This design comes from an exercise in tuning for small area, a short achievable clock period and few clock cycles per item on the open sky130 flow, not from production work.
Function was checked by simulation only, so behaviour that the tests miss may differ from the original.

--- flow/design.v ---
module seq_divider (
    input  wire [15:0] r,
    input  wire [1:0]  b,
    input  wire [15:0] d,
    input  wire [17:0] d3,
    output wire [1:0]  q,
    output wire [15:0] r_next
);
    wire [17:0] t  = {r, b};
    wire [18:0] s1 = {1'b0, t} - {3'd0, d};
    wire [18:0] s2 = {1'b0, t} - {2'd0, d, 1'b0};
    wire [18:0] s3 = {1'b0, t} - {1'b0, d3};
    assign q = !s3[18] ? 2'd3 : !s2[18] ? 2'd2 : !s1[18] ? 2'd1 : 2'd0;
    assign r_next = !s3[18] ? s3[15:0] : !s2[18] ? s2[15:0] : !s1[18] ? s1[15:0] : t[15:0];
endmodule
module dose_pulse_engine (
    input  wire        clk,
    input  wire        rst,
    input  wire        in_valid,
    output wire        in_ready,
    input  wire [15:0] dose,
    input  wire [16:0] stitch,
    input  wire        lead,
    input  wire        last,
    input  wire [7:0]  weight,
    input  wire [15:0] w_lead,
    input  wire [15:0] w_trim,
    input  wire [6:0]  lead_share,
    input  wire [15:0] trim_f,
    input  wire [23:0] carry_in,
    input  wire [31:0] cal,
    input  wire [13:0] gain0,
    input  wire [13:0] gain1,
    input  wire [13:0] gain2,
    input  wire [13:0] cap,
    input  wire [7:0]  min_width,
    output wire        out_valid,
    input  wire        out_ready,
    output reg  [15:0] word,
    output reg  [23:0] carry_out,
    output reg  [29:0] delivered,
    output reg  [34:0] deficit,
    output reg         cap_hit
);
    reg  h_valid;                        
    wire en = !h_valid | out_ready;      
    assign in_ready  = en;
    assign out_valid = h_valid;
    function [23:0] to_carry;
        input [35:0] u;
        reg   [35:0] c;
        begin
            c = (u + 36'd128) >> 8;
            to_carry = (c > 36'hFF_FFFF) ? 24'hFF_FFFF : c[23:0];
        end
    endfunction
    wire [15:0] r_word;
    wire [23:0] r_carry;
    wire [29:0] r_del;
    wire [34:0] r_def;
    wire        r_chit;
    reg [15:0] s0_dose;
    reg [16:0] s0_stitch;
    reg [0:0] s0_lead;
    reg [0:0] s0_last;
    reg [7:0] s0_w;
    reg [15:0] s0_W;
    reg [0:0] s0_zl;
    reg [0:0] s0_zt;
    reg [6:0] s0_ls;
    reg [15:0] s0_f;
    reg [23:0] s0_c;
    reg [15:0] s0_rate;
    reg [7:0] s0_ton_raw;
    reg [0:0] s0_ret;
    reg [13:0] s0_g0;
    reg [13:0] s0_g1;
    reg [13:0] s0_g2;
    reg [13:0] s0_cap;
    reg [7:0] s0_mw;
    always @(posedge clk) if (en) begin
        s0_dose <= dose;
        s0_stitch <= stitch;
        s0_lead <= lead;
        s0_last <= last;
        s0_w <= weight;
        s0_W <= lead ? w_lead : w_trim;
        s0_zl <= (w_lead == 16'd0);
        s0_zt <= (w_trim == 16'd0);
        s0_ls <= lead_share;
        s0_f <= trim_f;
        s0_c <= carry_in;
        s0_rate <= cal[15:0];
        s0_ton_raw <= cal[23:16];
        s0_ret <= cal[25];
        s0_g0 <= gain0;
        s0_g1 <= gain1;
        s0_g2 <= gain2;
        s0_cap <= cap;
        s0_mw <= min_width;
    end
    wire [6:0]  c1_m   = s0_lead ? (s0_zt ? 7'd100 : s0_ls) : (s0_zl ? 7'd100 : 7'd100 - s0_ls);
    wire [32:0] c1_dd  = {17'd0, s0_dose};
    wire [32:0] c1_dqf = (c1_dd << 16) + (c1_dd << 14) + (c1_dd << 11) - (c1_dd << 6) - (c1_dd << 4) - c1_dd;
    wire [9:0]  c1_dq  = c1_dqf[32:23];
    wire [8:0]  c1_tr  = {1'b0, s0_ton_raw} + 9'd2;
    wire [6:0]  c1_ton = c1_tr[8:2];
    reg [13:0] s1_g1;
    reg [15:0] s1_FF;
    reg [13:0] s1_g2;
    reg [15:0] s1_W;
    reg [23:0] s1_c;
    reg [13:0] s1_wmax;
    reg [23:0] s1_A;
    reg [0:0] s1_last;
    reg [15:0] s1_dose;
    reg [0:0] s1_c99;
    reg [13:0] s1_g0;
    reg [7:0] s1_w;
    reg [6:0] s1_ton;
    reg [0:0] s1_supp;
    reg [9:0] s1_dq;
    reg [15:0] s1_rate;
    reg [7:0] s1_mw;
    always @(posedge clk) if (en) begin
        s1_g1 <= s0_g1;
        s1_FF <= (s0_lead | s0_zl) ? 16'h4000 : s0_f;
        s1_g2 <= s0_g2;
        s1_W <= s0_W;
        s1_c <= s0_c;
        s1_wmax <= (s0_cap > {7'd0, c1_ton}) ? s0_cap - {7'd0, c1_ton} : 14'd0;
        s1_A <= s0_stitch * c1_m;
        s1_last <= s0_last;
        s1_dose <= s0_dose;
        s1_c99 <= !s0_lead;
        s1_g0 <= s0_g0;
        s1_w <= s0_w;
        s1_ton <= c1_ton;
        s1_supp <= s0_ret | (s0_rate == 16'd0);
        s1_dq <= c1_dq;
        s1_rate <= s0_rate;
        s1_mw <= s0_mw;
    end
    wire [47:0] c2_aa  = {24'd0, s1_A};
    wire [47:0] c2_aqf = (c2_aa << 23) + (c2_aa << 21) + (c2_aa << 18) - (c2_aa << 13) - (c2_aa << 11)
                     - (c2_aa << 8) + (c2_aa << 4) - (c2_aa << 2) - c2_aa;
    reg [16:0] s2_Aq;
    reg [13:0] s2_g1;
    reg [15:0] s2_FF;
    reg [13:0] s2_g2;
    reg [15:0] s2_W;
    reg [23:0] s2_c;
    reg [13:0] s2_wmax;
    reg [0:0] s2_last;
    reg [6:0] s2_dr;
    reg [15:0] s2_dose;
    reg [0:0] s2_c99;
    reg [13:0] s2_g0;
    reg [7:0] s2_w;
    reg [6:0] s2_ton;
    reg [0:0] s2_supp;
    reg [9:0] s2_dq;
    reg [15:0] s2_rate;
    reg [7:0] s2_mw;
    reg [6:0] s2_Alo;
    always @(posedge clk) if (en) begin
        s2_Aq <= c2_aqf[46:30];
        s2_g1 <= s1_g1;
        s2_FF <= s1_FF;
        s2_g2 <= s1_g2;
        s2_W <= s1_W;
        s2_c <= s1_c;
        s2_wmax <= s1_wmax;
        s2_last <= s1_last;
        s2_dr <= s1_dose[6:0] - s1_dq[6:0] * 7'd100;
        s2_dose <= s1_dose;
        s2_c99 <= s1_c99;
        s2_g0 <= s1_g0;
        s2_w <= s1_w;
        s2_ton <= s1_ton;
        s2_supp <= s1_supp;
        s2_dq <= s1_dq;
        s2_rate <= s1_rate;
        s2_mw <= s1_mw;
        s2_Alo <= s1_A[6:0];
    end
    wire [6:0] c3_ar = s2_Alo - s2_Aq[6:0] * 7'd100;          
    reg [13:0] s3_g1;
    reg [15:0] s3_FF;
    reg [13:0] s3_g2;
    reg [15:0] s3_W;
    reg [23:0] s3_c;
    reg [13:0] s3_wmax;
    reg [0:0] s3_last;
    reg [16:0] s3_Y2;
    reg [31:0] s3_X;
    reg [13:0] s3_g0;
    reg [7:0] s3_w;
    reg [6:0] s3_ton;
    reg [0:0] s3_supp;
    reg [13:0] s3_y;
    reg [15:0] s3_rate;
    reg [7:0] s3_mw;
    always @(posedge clk) if (en) begin
        s3_g1 <= s2_g1;
        s3_FF <= s2_FF;
        s3_g2 <= s2_g2;
        s3_W <= s2_W;
        s3_c <= s2_c;
        s3_wmax <= s2_wmax;
        s3_last <= s2_last;
        s3_Y2 <= s2_dq * c3_ar;
        s3_X <= s2_dose * s2_Aq;
        s3_g0 <= s2_g0;
        s3_w <= s2_w;
        s3_ton <= s2_ton;
        s3_supp <= s2_supp;
        s3_y <= s2_dr * c3_ar + (s2_c99 ? 14'd99 : 14'd0);
        s3_rate <= s2_rate;
        s3_mw <= s2_mw;
    end
    wire [28:0] c4_yy  = {15'd0, s3_y};
    wire [28:0] c4_yqf = (c4_yy << 14) + (c4_yy << 12) + (c4_yy << 9) - (c4_yy << 4) - (c4_yy << 2);
    wire [31:0] c4_s   = s3_X + {15'd0, s3_Y2};
    wire [24:0] c4_s1  = c4_s[31:7] + 25'd1;
    wire [7:0]  c4_lo  = {1'b0, c4_s[6:0]} + {1'b0, c4_yqf[27:21]};
    wire [24:0] c4_hi  = c4_lo[7] ? c4_s1 : c4_s[31:7];
    reg [13:0] s4_g1;
    reg [15:0] s4_FF;
    reg [13:0] s4_g2;
    reg [15:0] s4_W;
    reg [23:0] s4_c;
    reg [13:0] s4_wmax;
    reg [31:0] s4_x1;
    reg [0:0] s4_last;
    reg [13:0] s4_g0;
    reg [7:0] s4_w;
    reg [6:0] s4_ton;
    reg [0:0] s4_supp;
    reg [15:0] s4_rate;
    reg [7:0] s4_mw;
    always @(posedge clk) if (en) begin
        s4_g1 <= s3_g1;
        s4_FF <= s3_FF;
        s4_g2 <= s3_g2;
        s4_W <= s3_W;
        s4_c <= s3_c;
        s4_wmax <= s3_wmax;
        s4_x1 <= {c4_hi, c4_lo[6:0]};
        s4_last <= s3_last;
        s4_g0 <= s3_g0;
        s4_w <= s3_w;
        s4_ton <= s3_ton;
        s4_supp <= s3_supp;
        s4_rate <= s3_rate;
        s4_mw <= s3_mw;
    end
    wire [47:0] c5_xf = s4_x1 * s4_FF;
    reg [13:0] s5_g1;
    reg [13:0] s5_g2;
    reg [15:0] s5_W;
    reg [23:0] s5_c;
    reg [13:0] s5_wmax;
    reg [0:0] s5_last;
    reg [13:0] s5_g0;
    reg [7:0] s5_w;
    reg [6:0] s5_ton;
    reg [0:0] s5_supp;
    reg [15:0] s5_rate;
    reg [33:0] s5_x;
    reg [7:0] s5_mw;
    always @(posedge clk) if (en) begin
        s5_g1 <= s4_g1;
        s5_g2 <= s4_g2;
        s5_W <= s4_W;
        s5_c <= s4_c;
        s5_wmax <= s4_wmax;
        s5_last <= s4_last;
        s5_g0 <= s4_g0;
        s5_w <= s4_w;
        s5_ton <= s4_ton;
        s5_supp <= s4_supp;
        s5_rate <= s4_rate;
        s5_x <= c5_xf[47:14];
        s5_mw <= s4_mw;
    end
    wire [41:0] c6_n = s5_x * s5_w + {27'd0, s5_W[15:1]};
    reg [13:0] s6_g1;
    reg [15:0] s6_R;
    reg [13:0] s6_g2;
    reg [23:0] s6_c;
    reg [17:0] s6_D3;
    reg [13:0] s6_wmax;
    reg [15:0] s6_D;
    reg [0:0] s6_last;
    reg [13:0] s6_g0;
    reg [6:0] s6_ton;
    reg [0:0] s6_supp;
    reg [15:0] s6_rate;
    reg [33:0] s6_Z;
    reg [7:0] s6_mw;
    always @(posedge clk) if (en) begin
        s6_g1 <= s5_g1;
        s6_R <= {8'd0, c6_n[41:34]};
        s6_g2 <= s5_g2;
        s6_c <= s5_c;
        s6_D3 <= {2'b0, s5_W} + {1'b0, s5_W, 1'b0};
        s6_wmax <= s5_wmax;
        s6_D <= s5_W;
        s6_last <= s5_last;
        s6_g0 <= s5_g0;
        s6_ton <= s5_ton;
        s6_supp <= s5_supp;
        s6_rate <= s5_rate;
        s6_Z <= c6_n[33:0];
        s6_mw <= s5_mw;
    end
    wire [15:0] c7_r0; wire [1:0] c7_q0;
    seq_divider c7_u0 (.r(s6_R), .b(s6_Z[33:32]), .d(s6_D), .d3(s6_D3), .q(c7_q0), .r_next(c7_r0));
    wire [15:0] c7_r1; wire [1:0] c7_q1;
    seq_divider c7_u1 (.r(c7_r0), .b(s6_Z[31:30]), .d(s6_D), .d3(s6_D3), .q(c7_q1), .r_next(c7_r1));
    reg [13:0] s7_g1;
    reg [15:0] s7_R;
    reg [13:0] s7_g2;
    reg [23:0] s7_c;
    reg [17:0] s7_D3;
    reg [13:0] s7_wmax;
    reg [15:0] s7_D;
    reg [0:0] s7_last;
    reg [13:0] s7_g0;
    reg [6:0] s7_ton;
    reg [0:0] s7_supp;
    reg [15:0] s7_rate;
    reg [33:0] s7_Z;
    reg [7:0] s7_mw;
    always @(posedge clk) if (en) begin
        s7_g1 <= s6_g1;
        s7_R <= c7_r1;
        s7_g2 <= s6_g2;
        s7_c <= s6_c;
        s7_D3 <= s6_D3;
        s7_wmax <= s6_wmax;
        s7_D <= s6_D;
        s7_last <= s6_last;
        s7_g0 <= s6_g0;
        s7_ton <= s6_ton;
        s7_supp <= s6_supp;
        s7_rate <= s6_rate;
        s7_Z <= {s6_Z[29:0], c7_q0, c7_q1};
        s7_mw <= s6_mw;
    end
    wire [15:0] c8_r0; wire [1:0] c8_q0;
    seq_divider c8_u0 (.r(s7_R), .b(s7_Z[33:32]), .d(s7_D), .d3(s7_D3), .q(c8_q0), .r_next(c8_r0));
    wire [15:0] c8_r1; wire [1:0] c8_q1;
    seq_divider c8_u1 (.r(c8_r0), .b(s7_Z[31:30]), .d(s7_D), .d3(s7_D3), .q(c8_q1), .r_next(c8_r1));
    reg [13:0] s8_g1;
    reg [15:0] s8_R;
    reg [13:0] s8_g2;
    reg [23:0] s8_c;
    reg [17:0] s8_D3;
    reg [13:0] s8_wmax;
    reg [15:0] s8_D;
    reg [0:0] s8_last;
    reg [13:0] s8_g0;
    reg [6:0] s8_ton;
    reg [0:0] s8_supp;
    reg [15:0] s8_rate;
    reg [33:0] s8_Z;
    reg [7:0] s8_mw;
    always @(posedge clk) if (en) begin
        s8_g1 <= s7_g1;
        s8_R <= c8_r1;
        s8_g2 <= s7_g2;
        s8_c <= s7_c;
        s8_D3 <= s7_D3;
        s8_wmax <= s7_wmax;
        s8_D <= s7_D;
        s8_last <= s7_last;
        s8_g0 <= s7_g0;
        s8_ton <= s7_ton;
        s8_supp <= s7_supp;
        s8_rate <= s7_rate;
        s8_Z <= {s7_Z[29:0], c8_q0, c8_q1};
        s8_mw <= s7_mw;
    end
    wire [15:0] c9_r0; wire [1:0] c9_q0;
    seq_divider c9_u0 (.r(s8_R), .b(s8_Z[33:32]), .d(s8_D), .d3(s8_D3), .q(c9_q0), .r_next(c9_r0));
    wire [15:0] c9_r1; wire [1:0] c9_q1;
    seq_divider c9_u1 (.r(c9_r0), .b(s8_Z[31:30]), .d(s8_D), .d3(s8_D3), .q(c9_q1), .r_next(c9_r1));
    reg [13:0] s9_g1;
    reg [15:0] s9_R;
    reg [13:0] s9_g2;
    reg [23:0] s9_c;
    reg [17:0] s9_D3;
    reg [13:0] s9_wmax;
    reg [15:0] s9_D;
    reg [0:0] s9_last;
    reg [13:0] s9_g0;
    reg [6:0] s9_ton;
    reg [0:0] s9_supp;
    reg [15:0] s9_rate;
    reg [33:0] s9_Z;
    reg [7:0] s9_mw;
    always @(posedge clk) if (en) begin
        s9_g1 <= s8_g1;
        s9_R <= c9_r1;
        s9_g2 <= s8_g2;
        s9_c <= s8_c;
        s9_D3 <= s8_D3;
        s9_wmax <= s8_wmax;
        s9_D <= s8_D;
        s9_last <= s8_last;
        s9_g0 <= s8_g0;
        s9_ton <= s8_ton;
        s9_supp <= s8_supp;
        s9_rate <= s8_rate;
        s9_Z <= {s8_Z[29:0], c9_q0, c9_q1};
        s9_mw <= s8_mw;
    end
    wire [15:0] c10_r0; wire [1:0] c10_q0;
    seq_divider c10_u0 (.r(s9_R), .b(s9_Z[33:32]), .d(s9_D), .d3(s9_D3), .q(c10_q0), .r_next(c10_r0));
    wire [15:0] c10_r1; wire [1:0] c10_q1;
    seq_divider c10_u1 (.r(c10_r0), .b(s9_Z[31:30]), .d(s9_D), .d3(s9_D3), .q(c10_q1), .r_next(c10_r1));
    reg [13:0] s10_g1;
    reg [15:0] s10_R;
    reg [13:0] s10_g2;
    reg [23:0] s10_c;
    reg [17:0] s10_D3;
    reg [13:0] s10_wmax;
    reg [15:0] s10_D;
    reg [0:0] s10_last;
    reg [13:0] s10_g0;
    reg [6:0] s10_ton;
    reg [0:0] s10_supp;
    reg [15:0] s10_rate;
    reg [33:0] s10_Z;
    reg [7:0] s10_mw;
    always @(posedge clk) if (en) begin
        s10_g1 <= s9_g1;
        s10_R <= c10_r1;
        s10_g2 <= s9_g2;
        s10_c <= s9_c;
        s10_D3 <= s9_D3;
        s10_wmax <= s9_wmax;
        s10_D <= s9_D;
        s10_last <= s9_last;
        s10_g0 <= s9_g0;
        s10_ton <= s9_ton;
        s10_supp <= s9_supp;
        s10_rate <= s9_rate;
        s10_Z <= {s9_Z[29:0], c10_q0, c10_q1};
        s10_mw <= s9_mw;
    end
    wire [15:0] c11_r0; wire [1:0] c11_q0;
    seq_divider c11_u0 (.r(s10_R), .b(s10_Z[33:32]), .d(s10_D), .d3(s10_D3), .q(c11_q0), .r_next(c11_r0));
    wire [15:0] c11_r1; wire [1:0] c11_q1;
    seq_divider c11_u1 (.r(c11_r0), .b(s10_Z[31:30]), .d(s10_D), .d3(s10_D3), .q(c11_q1), .r_next(c11_r1));
    reg [13:0] s11_g1;
    reg [15:0] s11_R;
    reg [13:0] s11_g2;
    reg [23:0] s11_c;
    reg [17:0] s11_D3;
    reg [13:0] s11_wmax;
    reg [15:0] s11_D;
    reg [0:0] s11_last;
    reg [13:0] s11_g0;
    reg [6:0] s11_ton;
    reg [0:0] s11_supp;
    reg [15:0] s11_rate;
    reg [33:0] s11_Z;
    reg [7:0] s11_mw;
    always @(posedge clk) if (en) begin
        s11_g1 <= s10_g1;
        s11_R <= c11_r1;
        s11_g2 <= s10_g2;
        s11_c <= s10_c;
        s11_D3 <= s10_D3;
        s11_wmax <= s10_wmax;
        s11_D <= s10_D;
        s11_last <= s10_last;
        s11_g0 <= s10_g0;
        s11_ton <= s10_ton;
        s11_supp <= s10_supp;
        s11_rate <= s10_rate;
        s11_Z <= {s10_Z[29:0], c11_q0, c11_q1};
        s11_mw <= s10_mw;
    end
    wire [15:0] c12_r0; wire [1:0] c12_q0;
    seq_divider c12_u0 (.r(s11_R), .b(s11_Z[33:32]), .d(s11_D), .d3(s11_D3), .q(c12_q0), .r_next(c12_r0));
    wire [15:0] c12_r1; wire [1:0] c12_q1;
    seq_divider c12_u1 (.r(c12_r0), .b(s11_Z[31:30]), .d(s11_D), .d3(s11_D3), .q(c12_q1), .r_next(c12_r1));
    reg [13:0] s12_g1;
    reg [15:0] s12_R;
    reg [13:0] s12_g2;
    reg [23:0] s12_c;
    reg [17:0] s12_D3;
    reg [13:0] s12_wmax;
    reg [15:0] s12_D;
    reg [0:0] s12_last;
    reg [13:0] s12_g0;
    reg [6:0] s12_ton;
    reg [0:0] s12_supp;
    reg [15:0] s12_rate;
    reg [33:0] s12_Z;
    reg [7:0] s12_mw;
    always @(posedge clk) if (en) begin
        s12_g1 <= s11_g1;
        s12_R <= c12_r1;
        s12_g2 <= s11_g2;
        s12_c <= s11_c;
        s12_D3 <= s11_D3;
        s12_wmax <= s11_wmax;
        s12_D <= s11_D;
        s12_last <= s11_last;
        s12_g0 <= s11_g0;
        s12_ton <= s11_ton;
        s12_supp <= s11_supp;
        s12_rate <= s11_rate;
        s12_Z <= {s11_Z[29:0], c12_q0, c12_q1};
        s12_mw <= s11_mw;
    end
    wire [15:0] c13_r0; wire [1:0] c13_q0;
    seq_divider c13_u0 (.r(s12_R), .b(s12_Z[33:32]), .d(s12_D), .d3(s12_D3), .q(c13_q0), .r_next(c13_r0));
    wire [15:0] c13_r1; wire [1:0] c13_q1;
    seq_divider c13_u1 (.r(c13_r0), .b(s12_Z[31:30]), .d(s12_D), .d3(s12_D3), .q(c13_q1), .r_next(c13_r1));
    wire [29:0] c13_r0f = s12_rate * s12_g0;
    wire [29:0] c13_r1f = s12_rate * s12_g1;
    wire [29:0] c13_r2f = s12_rate * s12_g2;
    reg [15:0] s13_r2;
    reg [15:0] s13_R;
    reg [23:0] s13_c;
    reg [17:0] s13_D3;
    reg [15:0] s13_r0;
    reg [13:0] s13_wmax;
    reg [14:0] s13_wm1;
    reg [15:0] s13_D;
    reg [0:0] s13_last;
    reg [15:0] s13_r1;
    reg [6:0] s13_ton;
    reg [0:0] s13_supp;
    reg [15:0] s13_rate;
    reg [33:0] s13_Z;
    reg [7:0] s13_mw;
    always @(posedge clk) if (en) begin
        s13_r2 <= c13_r2f[29:14];
        s13_R <= c13_r1;
        s13_c <= s12_c;
        s13_D3 <= s12_D3;
        s13_r0 <= c13_r0f[29:14];
        s13_wmax <= s12_wmax;
        s13_wm1 <= {1'b0, s12_wmax} + 15'd1;
        s13_D <= s12_D;
        s13_last <= s12_last;
        s13_r1 <= c13_r1f[29:14];
        s13_ton <= s12_ton;
        s13_supp <= s12_supp;
        s13_rate <= s12_rate;
        s13_Z <= {s12_Z[29:0], c13_q0, c13_q1};
        s13_mw <= s12_mw;
    end
    wire [15:0] c14_r0; wire [1:0] c14_q0;
    seq_divider c14_u0 (.r(s13_R), .b(s13_Z[33:32]), .d(s13_D), .d3(s13_D3), .q(c14_q0), .r_next(c14_r0));
    wire [15:0] c14_r1; wire [1:0] c14_q1;
    seq_divider c14_u1 (.r(c14_r0), .b(s13_Z[31:30]), .d(s13_D), .d3(s13_D3), .q(c14_q1), .r_next(c14_r1));
    reg [15:0] s14_r2;
    reg [15:0] s14_R;
    reg [17:0] s14_q1;
    reg [17:0] s14_q2;
    reg [30:0] s14_T0;
    reg [23:0] s14_c;
    reg [17:0] s14_D3;
    reg [15:0] s14_r0;
    reg [13:0] s14_wmax;
    reg [30:0] s14_T1;
    reg [15:0] s14_D;
    reg [17:0] s14_q3;
    reg [0:0] s14_last;
    reg [15:0] s14_r1;
    reg [6:0] s14_ton;
    reg [0:0] s14_supp;
    reg [17:0] s14_q0;
    reg [30:0] s14_T2;
    reg [15:0] s14_rate;
    reg [33:0] s14_Z;
    reg [7:0] s14_mw;
    reg [30:0] s14_T3;
    always @(posedge clk) if (en) begin
        s14_r2 <= s13_r2;
        s14_R <= c14_r1;
        s14_q1 <= {2'b0, s13_r1} + {1'b0, s13_r1, 1'b0};
        s14_q2 <= {2'b0, s13_r2} + {1'b0, s13_r2, 1'b0};
        s14_T0 <= s13_wm1 * s13_r0;
        s14_c <= s13_c;
        s14_D3 <= s13_D3;
        s14_r0 <= s13_r0;
        s14_wmax <= s13_wmax;
        s14_T1 <= s13_wm1 * s13_r1;
        s14_D <= s13_D;
        s14_q3 <= {2'b0, s13_rate} + {1'b0, s13_rate, 1'b0};
        s14_last <= s13_last;
        s14_r1 <= s13_r1;
        s14_ton <= s13_ton;
        s14_supp <= s13_supp;
        s14_q0 <= {2'b0, s13_r0} + {1'b0, s13_r0, 1'b0};
        s14_T2 <= s13_wm1 * s13_r2;
        s14_rate <= s13_rate;
        s14_Z <= {s13_Z[29:0], c14_q0, c14_q1};
        s14_mw <= s13_mw;
        s14_T3 <= s13_wm1 * s13_rate;
    end
    wire [15:0] c15_rr; wire [1:0] c15_q;
    seq_divider c15_u (.r(s14_R), .b(s14_Z[33:32]), .d(s14_D), .d3(s14_D3), .q(c15_q), .r_next(c15_rr));
    wire [36:0] c15_x0 = {3'b0, s14_Z[31:0], 2'b0} + {5'd0, s14_c, 8'd0} - {6'd0, s14_T0};
    wire c15_cy0 = ({1'b0, c15_x0[1:0]} + {1'b0, c15_q}) >= 3'd4;
    wire c15_f0 = c15_cy0 ? (c15_x0[36] & ~&c15_x0[35:2]) : c15_x0[36];
    wire [36:0] c15_x1 = {3'b0, s14_Z[31:0], 2'b0} + {5'd0, s14_c, 8'd0} - {6'd0, s14_T1};
    wire c15_cy1 = ({1'b0, c15_x1[1:0]} + {1'b0, c15_q}) >= 3'd4;
    wire c15_f1 = c15_cy1 ? (c15_x1[36] & ~&c15_x1[35:2]) : c15_x1[36];
    wire [36:0] c15_x2 = {3'b0, s14_Z[31:0], 2'b0} + {5'd0, s14_c, 8'd0} - {6'd0, s14_T2};
    wire c15_cy2 = ({1'b0, c15_x2[1:0]} + {1'b0, c15_q}) >= 3'd4;
    wire c15_f2 = c15_cy2 ? (c15_x2[36] & ~&c15_x2[35:2]) : c15_x2[36];
    wire [36:0] c15_x3 = {3'b0, s14_Z[31:0], 2'b0} + {5'd0, s14_c, 8'd0} - {6'd0, s14_T3};
    wire c15_cy3 = ({1'b0, c15_x3[1:0]} + {1'b0, c15_q}) >= 3'd4;
    wire c15_f3 = c15_cy3 ? (c15_x3[36] & ~&c15_x3[35:2]) : c15_x3[36];
    wire [15:0] c15_r = c15_f0 ? s14_r0 : c15_f1 ? s14_r1 : c15_f2 ? s14_r2 : s14_rate;
    reg [17:0] s15_rs3;
    reg [6:0] s15_ton;
    reg [0:0] s15_supp;
    reg [13:0] s15_wmax;
    reg [0:0] s15_capd;
    reg [15:0] s15_rs;
    reg [29:0] s15_dcap;
    reg [1:0] s15_lv;
    reg [0:0] s15_last;
    reg [34:0] s15_e;
    reg [7:0] s15_mw;
    always @(posedge clk) if (en) begin
        s15_rs3 <= c15_f0 ? s14_q0 : c15_f1 ? s14_q1 : c15_f2 ? s14_q2 : s14_q3;
        s15_ton <= s14_ton;
        s15_supp <= s14_supp;
        s15_wmax <= s14_wmax;
        s15_capd <= !(c15_f0 | c15_f1 | c15_f2 | c15_f3);
        s15_rs <= c15_r;
        s15_dcap <= s14_T3[29:0] - {14'd0, s14_rate};
        s15_lv <= c15_f0 ? 2'd0 : c15_f1 ? 2'd1 : c15_f2 ? 2'd2 : 2'd3;
        s15_last <= s14_last;
        s15_e <= {{1'b0, s14_Z[31:0]} + {9'd0, s14_c, 6'd0}, c15_q};
        s15_mw <= s14_mw;
    end
    wire [15:0] c16_r0; wire [1:0] c16_q0;
    seq_divider c16_u0 (.r(s15_e[29:14]), .b(s15_e[13:12]), .d(s15_rs), .d3(s15_rs3), .q(c16_q0), .r_next(c16_r0));
    wire [15:0] c16_r1; wire [1:0] c16_q1;
    seq_divider c16_u1 (.r(c16_r0), .b(s15_e[11:10]), .d(s15_rs), .d3(s15_rs3), .q(c16_q1), .r_next(c16_r1));
    wire [23:0] c16_mwr = s15_mw * s15_rs;
    reg [29:0] s16_alt;
    reg [17:0] s16_rs3;
    reg [6:0] s16_ton;
    reg [0:0] s16_supp;
    reg [13:0] s16_wmax;
    reg [0:0] s16_capd;
    reg [0:0] s16_half;
    reg [15:0] s16_wR;
    reg [15:0] s16_rs;
    reg [1:0] s16_lv;
    reg [0:0] s16_last;
    reg [34:0] s16_e;
    reg [7:0] s16_mw;
    reg [13:0] s16_wZ;
    always @(posedge clk) if (en) begin
        s16_alt <= s15_capd ? s15_dcap : {6'd0, c16_mwr};
        s16_rs3 <= s15_rs3;
        s16_ton <= s15_ton;
        s16_supp <= s15_supp;
        s16_wmax <= s15_wmax;
        s16_capd <= s15_capd;
        s16_half <= {s15_e, 1'b0} >= {12'd0, c16_mwr};
        s16_wR <= c16_r1;
        s16_rs <= s15_rs;
        s16_lv <= s15_lv;
        s16_last <= s15_last;
        s16_e <= s15_e;
        s16_mw <= s15_mw;
        s16_wZ <= {s15_e[9:0], c16_q0, c16_q1};
    end
    wire [15:0] c17_r0; wire [1:0] c17_q0;
    seq_divider c17_u0 (.r(s16_wR), .b(s16_wZ[13:12]), .d(s16_rs), .d3(s16_rs3), .q(c17_q0), .r_next(c17_r0));
    wire [15:0] c17_r1; wire [1:0] c17_q1;
    seq_divider c17_u1 (.r(c17_r0), .b(s16_wZ[11:10]), .d(s16_rs), .d3(s16_rs3), .q(c17_q1), .r_next(c17_r1));
    reg [29:0] s17_alt;
    reg [17:0] s17_rs3;
    reg [6:0] s17_ton;
    reg [0:0] s17_supp;
    reg [13:0] s17_wmax;
    reg [0:0] s17_capd;
    reg [0:0] s17_half;
    reg [15:0] s17_wR;
    reg [15:0] s17_rs;
    reg [1:0] s17_lv;
    reg [0:0] s17_last;
    reg [34:0] s17_e;
    reg [7:0] s17_mw;
    reg [13:0] s17_wZ;
    always @(posedge clk) if (en) begin
        s17_alt <= s16_alt;
        s17_rs3 <= s16_rs3;
        s17_ton <= s16_ton;
        s17_supp <= s16_supp;
        s17_wmax <= s16_wmax;
        s17_capd <= s16_capd;
        s17_half <= s16_half;
        s17_wR <= c17_r1;
        s17_rs <= s16_rs;
        s17_lv <= s16_lv;
        s17_last <= s16_last;
        s17_e <= s16_e;
        s17_mw <= s16_mw;
        s17_wZ <= {s16_wZ[9:0], c17_q0, c17_q1};
    end
    wire [15:0] c18_r0; wire [1:0] c18_q0;
    seq_divider c18_u0 (.r(s17_wR), .b(s17_wZ[13:12]), .d(s17_rs), .d3(s17_rs3), .q(c18_q0), .r_next(c18_r0));
    wire [15:0] c18_r1; wire [1:0] c18_q1;
    seq_divider c18_u1 (.r(c18_r0), .b(s17_wZ[11:10]), .d(s17_rs), .d3(s17_rs3), .q(c18_q1), .r_next(c18_r1));
    reg [29:0] s18_alt;
    reg [17:0] s18_rs3;
    reg [6:0] s18_ton;
    reg [0:0] s18_supp;
    reg [13:0] s18_wmax;
    reg [0:0] s18_capd;
    reg [0:0] s18_half;
    reg [15:0] s18_wR;
    reg [15:0] s18_rs;
    reg [1:0] s18_lv;
    reg [0:0] s18_last;
    reg [34:0] s18_e;
    reg [7:0] s18_mw;
    reg [13:0] s18_wZ;
    always @(posedge clk) if (en) begin
        s18_alt <= s17_alt;
        s18_rs3 <= s17_rs3;
        s18_ton <= s17_ton;
        s18_supp <= s17_supp;
        s18_wmax <= s17_wmax;
        s18_capd <= s17_capd;
        s18_half <= s17_half;
        s18_wR <= c18_r1;
        s18_rs <= s17_rs;
        s18_lv <= s17_lv;
        s18_last <= s17_last;
        s18_e <= s17_e;
        s18_mw <= s17_mw;
        s18_wZ <= {s17_wZ[9:0], c18_q0, c18_q1};
    end
    wire [15:0] c19_r0; wire [1:0] c19_q0;
    seq_divider c19_u0 (.r(s18_wR), .b(s18_wZ[13:12]), .d(s18_rs), .d3(s18_rs3), .q(c19_q0), .r_next(c19_r0));
    wire [13:0] c19_wq   = {s18_wZ[11:0], c19_q0};
    wire [13:0] c19_wfit = s18_capd ? s18_wmax : c19_wq;
    wire        c19_blw  = c19_wfit < {6'd0, s18_mw};
    wire        c19_useF = !s18_supp & !s18_capd & !c19_blw;
    wire        c19_rais = s18_last & s18_half & (s18_wmax >= {6'd0, s18_mw});
    wire        c19_useA = !s18_supp & (c19_blw ? c19_rais : s18_capd);
    wire [35:0] c19_ea  = {1'b0, s18_e} - {6'd0, s18_alt};
    wire [35:0] c19_eap = c19_ea[35] ? 36'd0 : c19_ea;
    reg [0:0] s19_capd;
    reg [0:0] s19_useF;
    reg [0:0] s19_half;
    reg [23:0] s19_cz;
    reg [1:0] s19_lv;
    reg [23:0] s19_ca;
    reg [13:0] s19_wid;
    reg [34:0] s19_e;
    reg [0:0] s19_last;
    reg [29:0] s19_alt;
    reg [6:0] s19_ton;
    reg [15:0] s19_rem;
    reg [0:0] s19_supp;
    reg [0:0] s19_useA;
    reg [34:0] s19_ea;
    always @(posedge clk) if (en) begin
        s19_capd <= s18_capd;
        s19_useF <= c19_useF;
        s19_half <= s18_half;
        s19_cz <= to_carry({1'b0, s18_e});
        s19_lv <= s18_lv;
        s19_ca <= to_carry(c19_eap);
        s19_wid <= c19_useF ? c19_wq : c19_useA ? (s18_capd ? s18_wmax : {6'd0, s18_mw}) : 14'd0;
        s19_e <= s18_e;
        s19_last <= s18_last;
        s19_alt <= s18_alt;
        s19_ton <= s18_ton;
        s19_rem <= c19_r0;
        s19_supp <= s18_supp;
        s19_useA <= c19_useA;
        s19_ea <= c19_ea[34:0];
    end
    wire [34:0] c20_del  = s19_e - {19'd0, s19_rem};
    wire [34:0] c20_left = s19_useF ? {19'd0, s19_rem} : s19_useA ? s19_ea : s19_e;
    wire        c20_w0   = (s19_wid == 14'd0);
    wire [13:0] c20_wt   = s19_wid + {7'd0, s19_ton};
    assign r_chit  = s19_last & !s19_supp & (s19_capd | (c20_w0 & s19_half));
    assign r_word  = c20_w0 ? 16'd0 : {s19_lv, c20_wt};
    assign r_carry = s19_last ? 24'd0 : s19_useF ? to_carry({20'd0, s19_rem}) : s19_useA ? s19_ca : s19_cz;
    assign r_del   = s19_useF ? c20_del[29:0] : s19_useA ? s19_alt[29:0] : 30'd0;
    assign r_def   = (s19_last & (s19_supp | r_chit)) ? c20_left : 35'd0;
    reg [19:0] v;
    always @(posedge clk) begin
        if (rst) v <= 20'd0;
        else if (en) v <= {v[18:0], in_valid};
    end
    wire r_valid = v[19];
    always @(posedge clk) begin
        if (rst) h_valid <= 1'b0;
        else if (en) h_valid <= r_valid;
    end
    always @(posedge clk) if (en) begin
        word <= r_word; carry_out <= r_carry; delivered <= r_del;
        deficit <= r_def; cap_hit <= r_chit;
    end
endmodule
--- flow/run.sh ---
#!/bin/bash
# synth_recipe.tcl (not shown) runs the flow's synth.tcl, then flattens the netlist and writes it again
# the make line also repeats each setting of config.mk as NAME=value (left out here)
make -C /OpenROAD-flow-scripts/flow DESIGN_CONFIG=/design/flow/config.mk WORK_HOME=/design/flow/orfs CLKGATE_MAP_FILE= SYNTH_SCRIPT=/design/flow/synth_recipe.tcl finish
--- flow/config.mk ---
export PLATFORM = sky130hd
export DESIGN_NAME = dose_pulse_engine
export DESIGN_NICKNAME = dose_pulse_engine
export VERILOG_FILES = /design/flow/design.v
export SDC_FILE = /design/flow/constraint.sdc
export NUM_CORES = 4
export LEC_CHECK = 0
export ABC_CLOCK_PERIOD_IN_PS = 4000
export CAP_MARGIN = 20
export CORE_MARGIN = 2
export CORE_UTILIZATION = 45
export PLACE_DENSITY = 0.65
export SETUP_SLACK_MARGIN = 5
export SLEW_MARGIN = 20
--- flow/constraint.sdc ---
create_clock -name core_clock -period 12.0 [get_ports {clk}]
set_input_delay 2.4000 -clock core_clock [delete_from_list [all_inputs] [get_ports {clk}]]
set_output_delay 2.4000 -clock core_clock [all_outputs]
set_load 0.01 [all_outputs]
==> run summary <==
## sequential cells by signal, summed over array words and instances, names as in the netlist, 35 cells and up
name / cells
deficit: 35
s15_e: 35
s16_e: 35
s17_e: 35
s18_e: 35
s19_e: 35
s19_ea: 35
## cells by family after synthesis
kind of cell             after synthesis
AO/OA/AOI/OAI                       4508
buffers and inverters               4589
flip-flops                          4079
adder cells (fa/ha/maj)             5455
multiplexers                         329
XOR/XNOR                            1451
AND/OR/NAND/NOR                     7205
## worst max-delay path, delay by kind of cell (launching register included)
kind,cells,cell delay (ps)
flops,1,510
buf+inv,3,520
xor+xnor,1,70
compound gates,8,1480
simple gates,4,780
fa+ha+maj,7,3300
## worst max-delay path by stage
stage,startpoint,to,cells after the start,slack [ps]
CTS,s2_dose[4],s3_X[31],28,4980
floorplan,out_ready,in_ready,3,-2370
detailed placement,s8_D3[0],s9_R[0],25,2700
finish,s13_wm1[2],s14_T3[29],23,5020
global route,s13_wm1[2],s14_T3[29],23,4770
global placement,s8_D3[0],s9_R[0],25,2830
## cells in the final DEF (no fill, tap or decap), drive strengths merged, types with 986 or more instances in the layout
| master | synthesis | routed |
|---|---|---|
| nand2 | 2857 | 2858 |
| xnor2 | 986 | 986 |
| ha | 2912 | 2912 |
| and2 | 1294 | 1294 |
| inv | 3841 | 3863 |
| a21oi | 1185 | 1185 |
| fa | 2543 | 2543 |
| o21ai | 1039 | 1039 |
| edfxtp | 4058 | 4058 |
| nor2 | 1201 | 1201 |
## layout make-up
cell class                 count  area (sq um)  area share (%)
antenna                       13         32.53        0.009387
inverter                    3843         14480           4.178
tap                         8997         11260           3.248
clock inverter               284          3417          0.9860
clock buffer                 514         11140           3.214
multi-input combinational  18954        170400           49.17
sequential                  4079        122300           35.29
timing repair buffer        1288         13560           3.912
## per-layer routing
metal,routed length (microns),vias to the layer above
met5,27,-
met4,33130,4
met3,49620,1444
met2,355400,5976
met1,321400,101872
li1,-,96529
## synth_stat cells (68+ instances only)
library cell / number
edfxtp_1: 4058
inv_1: 3840
ha_1: 2912
nand2_1: 2857
fa_1: 2543
and2_1: 1293
nor2_1: 1201
a21oi_1: 1185
o21ai_0: 1021
xnor2_1: 986
clkbuf_1: 704
a21o_1: 469
xor2_1: 465
nor3_1: 356
nand3_1: 348
nor2b_1: 269
mux2i_1: 253
a211oi_1: 238
nand2b_1: 227
o21a_1: 210
o21bai_1: 168
a31oi_1: 144
o211ai_1: 135
a21boi_0: 126
and3_1: 119
nand4_1: 108
or3_1: 106
mux2_2: 76
nor4_1: 69
o31ai_1: 68
## repair_timing
item | CTS | global route
endpoints found under the setup margin | 328 | 300
pin swaps | 56 | 227
setup buffers | 337 | 271
gates resized for setup | 429 | 496
cloned | 25 | 42
==> flow_summary.toml <==
[sta]
skew_ps = 90.42
finalSetupTns_ps = 0
setup_violations = 0
tightest_slew_ps = 1276
fin_hold_ws_ps = 340.8
slew_headroom_pct = 14.21
fin_ws_ps = 5024
fin_crit_ps = 6976
finalCritPeriodShare_pct = 58.13
clock.fmax_mhz = 143.3
hold_viol_final = 0
grt_setup_unrepaired = "true"
finalMaxSlewViolations = 0

[job]
maxCapViolCount = 0

[cts]
tritoncts = "done"
clock_sinks = 4079
clockRootBuffer = "clkbuf_16"
hold_buffers = 0
cts_buffers = 432
clock_path_buffers = 4
clk_latency_ps = 1080
clkTransAtPathRegs_ps = 70
htreeDepth = 5

[detailed_routing]
drc = 0
routedWlPerCell_microns = 20.00
ant_nets = 0
vias = 205825
drtIter0Drc = 14310
routed_wl_mm = 759.5
avgViaCountPerCell = 5.420
dr.pass1.iters = 6

[place]
dp.cells = 36485
post-dp-hpwl_mm = 547.2
gp_congestion = 0.9198
post_dp_cell_area_sq_mm = 0.3211
portBuffers = 321
pre_cts_ws_ps = 2702

[critical_path]
start_kind = "flop"
r2r_cells = 23
cp.required_ps = 12760
cp.arrival_ps = 7740
path_cells = "buf_12, clkbuf_16, buf_4, and2_1, fa_1, fa_1, fa_1, fa_1, fa_1, fa_1, ha_4, and3_1, a311oi_2, o21ai_2, o31a_1, o21bai_2, a21oi_4, nor4_4, o31ai_2, o21ai_1, nand2b_1, a21oi_2, xnor2_1"
reg2reg_slack_ps = 5020
rr_endpoint = "s14_T3[29]"
path_common_cell = "fa_1"
crit_path_max_incr_delay_ps = 570
critPathMaxFanout = 5
critPathKind = "flop to flop"
cp-end-kind = "flop"
slowest_stage = "fa_1"
timing.rr.start = "s13_wm1[2]"

[synth]
synthArstFlopShare_pct = 0
syn-cell-area_sq_mm = 0.3068
synth_top_family_by_area = "adder cells"
synth_top_cells_by_area = "edfxtp_1 (40%), fa_1 (17%), ha_1 (12%)"
syn_nets = 33293
synth-edff-count = 4058
synth_top_area_cell = "edfxtp_1"
synthSimpleGateAreaFrac_pct = 11.22
synthAdderAreaFrac_pct = 28.47
syn_inst = 27616
yosys_warnings = 1
ys_seq_elements = 4079
synthXorXnorAreaFrac_pct = 4.143
ys_seq_area_share_pct = 39.86
synth_flop_cell = "edfxtp_1"
synth.avg_cell_area_sq_um = 11.11
synth_compound_area_share_pct = 9.561
yosys-mux-area-fraction_pct = 1.104
yosysTopAreaCellShare_pct = 39.72
yosysUniqueCellTypes = 101

[floorplan]
core-area_sq_mm = 0.6801
start_util_pct = 45.11
die_width_microns = 829.7
die_area_sq_mm = 0.6884
io_pins = 330
dieHeight_microns = 829.7
rows = 303

[global_route]
grt_pass1_wl_mm = 1168
top_usage_layer = "met2"
grt_antenna_before_repair = 46
met1_usage_pct = 28.29
first_global_vias = 210482
grt_use_met2_pct = 35.60
globalRouteOverflowTotal = 0
grt_max_degree = 213
grt_use_met3_pct = 3.094
grt.total_usage_pct = 21.25

[min_path]
hold_depth = 0
holdPathEnd = "s13_c[23]"
hp-class = "flop to flop"
hold_path.startpoint = "s12_c[23]"

[layout]
final_util_pct = 50.95
fillers = 59534
fin_nets = 34275
fin_cells = 37972
drive_gt1_share_pct = 8.176
final_cell_area_sq_mm = 0.3465
area.growth.synth_to_final_pct = 12.96

[status]
status = "complete, no violations"
Testbench counts, summed over its fixed seeds: cycles 3,368, items 3,200.

## afterwards: timing with drivers on the ports
Ports are ideal in the flow. The routed layout listed here was re-timed in OpenROAD. Step 1 (the two cells are an assumption about what drives the block):
set clk [get_ports {clk}]
set_driving_cell -lib_cell sky130_fd_sc_hd__clkbuf_16 $clk
set_driving_cell -lib_cell sky130_fd_sc_hd__buf_2 [delete_from_list [all_inputs] $clk]
Step 2 also shifts input and output timing later by t, the mid clock arrival at the registers, as if the neighbouring blocks saw the same clock. Three values: ideal, step 1, step 2; two values: the first two.
t, ns: 1.162
slack for setup (ns): 5.024 / 5.024 / 4.644
worst setup path at the end: input to register
worst register clock-pin slew, ns: 0.07 / 0.07
pins driven straight from the clock port: 1
After both steps this run still meets setup and hold. For this run, drivers alone change the setup slack by 0.000 ns; drivers and shift together by -0.380 ns.
